Source: an optimization exercise on an open RTL-to-GDS flow (aim: small area, a short achievable clock period and few clock cycles per item). Production flows keep margins and buffers that such runs may drop. Where RTL was checked, it was by simulation tests only, not by an equivalence proof against the original.

Setup of run 1:
## loop_slot_unit
module loop_slot_unit (
    input  wire        clk,
    input  wire        rst,
    input  wire        in_valid,
    output wire        in_ready,
    input  wire [2:0]  typ,
    input  wire [3:0]  fmt,
    input  wire        lim_src,
    input  wire [7:0]  signs,
    input  wire        hold,
    input  wire        start,
    input  wire [31:0] a,
    input  wire [31:0] b,
    input  wire [31:0] c,
    input  wire [31:0] d,
    input  wire [31:0] p0,
    input  wire [31:0] p1,
    input  wire [31:0] p2,
    input  wire [31:0] p3,
    input  wire [31:0] p4,
    input  wire [31:0] p5,
    input  wire [15:0] p6,
    input  wire [31:0] st_out,
    input  wire [31:0] st_i,
    input  wire [7:0]  gov_gap,
    input  wire [7:0]  gov_win,
    output reg         out_valid,
    output reg  [31:0] out,
    output reg  [31:0] aux,
    output reg  [5:0]  flags
);
==> flow/config.mk <==
export PLATFORM = sky130hd
export DESIGN_NAME = loop_slot_unit
export DESIGN_NICKNAME = loop_slot_unit
export VERILOG_FILES = /design/flow/design.v
export SDC_FILE = /design/flow/constraint.sdc
export NUM_CORES = 4
export LEC_CHECK = 0
export CAP_MARGIN = 20
export CELL_PAD_IN_SITES_DETAIL_PLACEMENT = 2
export CELL_PAD_IN_SITES_GLOBAL_PLACEMENT = 2
export CORE_MARGIN = 2
export CORE_UTILIZATION = 25
export SLEW_MARGIN = 20
export SYNTH_HIERARCHICAL = 1
export SYNTH_MINIMUM_KEEP_SIZE = 0
==> flow/constraint.sdc <==
create_clock -name core_clock -period 44.0 [get_ports {clk}]
set_input_delay 8.8000 -clock core_clock [delete_from_list [all_inputs] [get_ports {clk}]]
set_output_delay 8.8000 -clock core_clock [all_outputs]
set_load 0.01 [all_outputs]
standard.sh (not shown) runs the stock make flow with config.mk's settings and CLKGATE_MAP_FILE= SYNTH_SCRIPT=/design/flow/synth_recipe.tcl, a recipe that flattens the netlist after the stock synthesis.
==> flow/flow/run.sh <==
#!/bin/bash
# The standard layout (the standard.sh: standard synthesis, floorplan, placement,
# CTS, routing) with these changes to how it is made; the constraints
# (constraint.sdc) are the design's:
# - every port still gets a buffer, but the smallest one (buf_1) to start with;
# - ORFS's timing repair is asked to keep 34.5 ns of setup slack at the design's
#   44 ns clock, so that it sizes and buffers every path longer than 9.5 ns
#   (including those port buffers), with gate cloning off and sizing free to
#   change a cell's footprint.
# make's full output goes to standard.log here; ORFS keeps each step's log under orfs/logs.
set -euo pipefail
bash standard.sh SETUP_SLACK_MARGIN=34.5 SKIP_GATE_CLONING=1 MATCH_CELL_FOOTPRINT=0 \
    "BUFFER_PORTS_ARGS=-buffer_cell sky130_fd_sc_hd__buf_1" finish > standard.log 2>&1
Looking at the reports, run 1 completed the entire flow and the layout it produced met the timing, design-rule and antenna checks.
Testbench counts of run 1, summed over its fixed seeds: cycles 37,310, items 32,000.
Changes in run 2 relative to run 1:
Settings: CTS_CLUSTER_SIZE newly set to 24; CTS_CLUSTER_DIAMETER newly set to 120.
Findings:
Area of combinational cells with multiple inputs across run 2 and run 1: no real change.
Summary of run 2 over run 1: fraction of area in non-clock buffers held; proportion of cell area occupied by registers went up 0.37 points; number of clock buffers inserted by TritonCTS went down 50%; detailed-route wire length went down about 0.7%.
Lower smallest hold slack was reported by run 1, not run 2.
Run 2 vs run 1, launching instance or port of the critical path: out[24] vs out[7]
Run 2 -> run 1: count of max-cap constraint violations delta 0, exact match
Run 2 vs run 1, total track usage went down by 0.20 points.
Here is what was changed in the inputs of run 3 compared with run 2.
==> flow/flow/run.sh <==
#!/bin/bash
set -euo pipefail
bash standard.sh SETUP_SLACK_MARGIN=34.5 SKIP_GATE_CLONING=1 MATCH_CELL_FOOTPRINT=0 finish > standard.log 2>&1
==> results.txt <==
On via count, run 3 tracks run 2 almost exactly. Taking run 2 as the reference, in run 3 buffers inserted during post-CTS setup optimization lost 2; clock period minus worst slack dropped 0.010 ns.

## run A
loop_slot_unit, a different RTL version from the one above (not shown whole).
For scale: about 9300 cells after synthesis, ~86000 µm² of cells after synthesis.
clock: 44.0 ns
lec_check: 0
cap_margin: 20
cell_pad_in_sites_detail_placement: 2
cell_pad_in_sites_global_placement: 2
core_margin: 2
core_utilization: 25
slew_margin: 20
synth_hierarchical: 1
synth_minimum_keep_size: 0
run.sh (not shown) runs the stock make flow with config.mk's settings and CLKGATE_MAP_FILE= SYNTH_SCRIPT=/design/flow/synth_recipe.tcl, a recipe that flattens the netlist after the stock synthesis.
Stock flow here: none of the scripts above is used.
diff inputs: run A => run B
==> flow/flow/run.sh (new file) <==
#!/bin/bash
set -euo pipefail
bash standard.sh SETUP_SLACK_MARGIN=34 SKIP_GATE_CLONING=1 finish > standard.log 2>&1
==> flow/standard.sh (new file) <==
#!/bin/bash
# synth_recipe.tcl (not shown) runs the flow's synth.tcl, then flattens the netlist and writes it again
# the make line also repeats each setting of config.mk as NAME=value (left out here)
make -C /OpenROAD-flow-scripts/flow DESIGN_CONFIG=/design/flow/config.mk WORK_HOME=/design/flow/orfs CLKGATE_MAP_FILE= SYNTH_SCRIPT=/design/flow/synth_recipe.tcl "${@:-finish}"
removed: flow/run.sh
==> results.txt <==
In terms of wire length of the first global-routing pass, run B and run A differ only marginally. Total detailed-routing wirelength sits lower in run B than in run A. Core utilization across run B and run A: no real change. Of run B and run A, run B shows the lower smallest hold slack, with run A above it.
Setup changes, run B to run C
Settings: a change of CORE_UTILIZATION from 25 to 45.
==> flow/run.sh (new file) <==
#!/bin/bash
# synth_recipe.tcl (not shown) runs the flow's synth.tcl, then flattens the netlist and writes it again
# the make line also repeats each setting of config.mk as NAME=value (left out here)
make -C /OpenROAD-flow-scripts/flow DESIGN_CONFIG=/design/flow/config.mk WORK_HOME=/design/flow/orfs CLKGATE_MAP_FILE= SYNTH_SCRIPT=/design/flow/synth_recipe.tcl finish
removed: flow/flow/run.sh
removed: flow/standard.sh
### Flow results
Maximum count of clock buffers along a single path: run C vs run B down 1
Run C against run B: final cell count without fillers went down by 2092; worst hold margin went up by 0.0075 ns.
Run C does better than run B on summed area of non-filler cells in the final layout.
Per the comparison of run C with run B, worst reg2reg path depth picked up an extra 55%, end-of-flow core utilization picked up an extra 22 points, final wirelength picked up an extra 5.4%, horizontal die dimension lost 25%.
Run C vs. run B: multi-input combinational area share went up by 1.9 points.
No run of this note included a check of the RTL's function; only the layout flow was run.

re-timing with driven ports:
The results above use ideal ports. As a check the final layouts listed here were re-extracted and re-timed, cells and wires unchanged.
Step 1 (the two cells are an assumption about what drives the block):
set clk [get_ports {clk}]
set_driving_cell -lib_cell sky130_fd_sc_hd__clkbuf_16 $clk
set_driving_cell -lib_cell sky130_fd_sc_hd__buf_2 [delete_from_list [all_inputs] $clk]
Step 2, shift: input delay + t, output delay - t, t = (earliest + latest rising clock arrival at the registers) / 2. This alone moves slack from input paths to output paths.
Slacks: ideal / step 1 / step 2; pairs: ideal / step 1.
run | t, ns | setup slack, ns | worst hold slack (ns) | worst setup path at the end | clock arrival spread, ns
run 1 | 0.982 | 33.832 / 33.718 / 33.316 | 0.317 / 0.317 / 0.317 | input to register | 0.083 / 0.083
run 2 | 0.909 | 33.846 / 33.731 / 33.345 | 0.334 / 0.334 / 0.334 | input to register | 0.055 / 0.055
run 3 | 0.905 | 33.856 / 33.750 / 33.172 | 0.335 / 0.335 / 0.335 | input to register | 0.103 / 0.103
run A | 0.985 | 33.290 / 33.177 / 34.094 | 0.328 / 0.328 / 0.328 | input to register | 0.098 / 0.099
run B | 0.971 | 33.654 / 33.540 / 34.067 | 0.325 / 0.325 / 0.325 | input to register | 0.065 / 0.064
run C | 0.905 | 32.957 / 32.854 / 33.378 | 0.332 / 0.332 / 0.332 | register to register | 0.082 / 0.082
After both steps setup and hold are still met in every run listed. The setup slack of run 3, which loses most, moves by -0.106 ns with the drivers and by -0.684 ns with both steps.
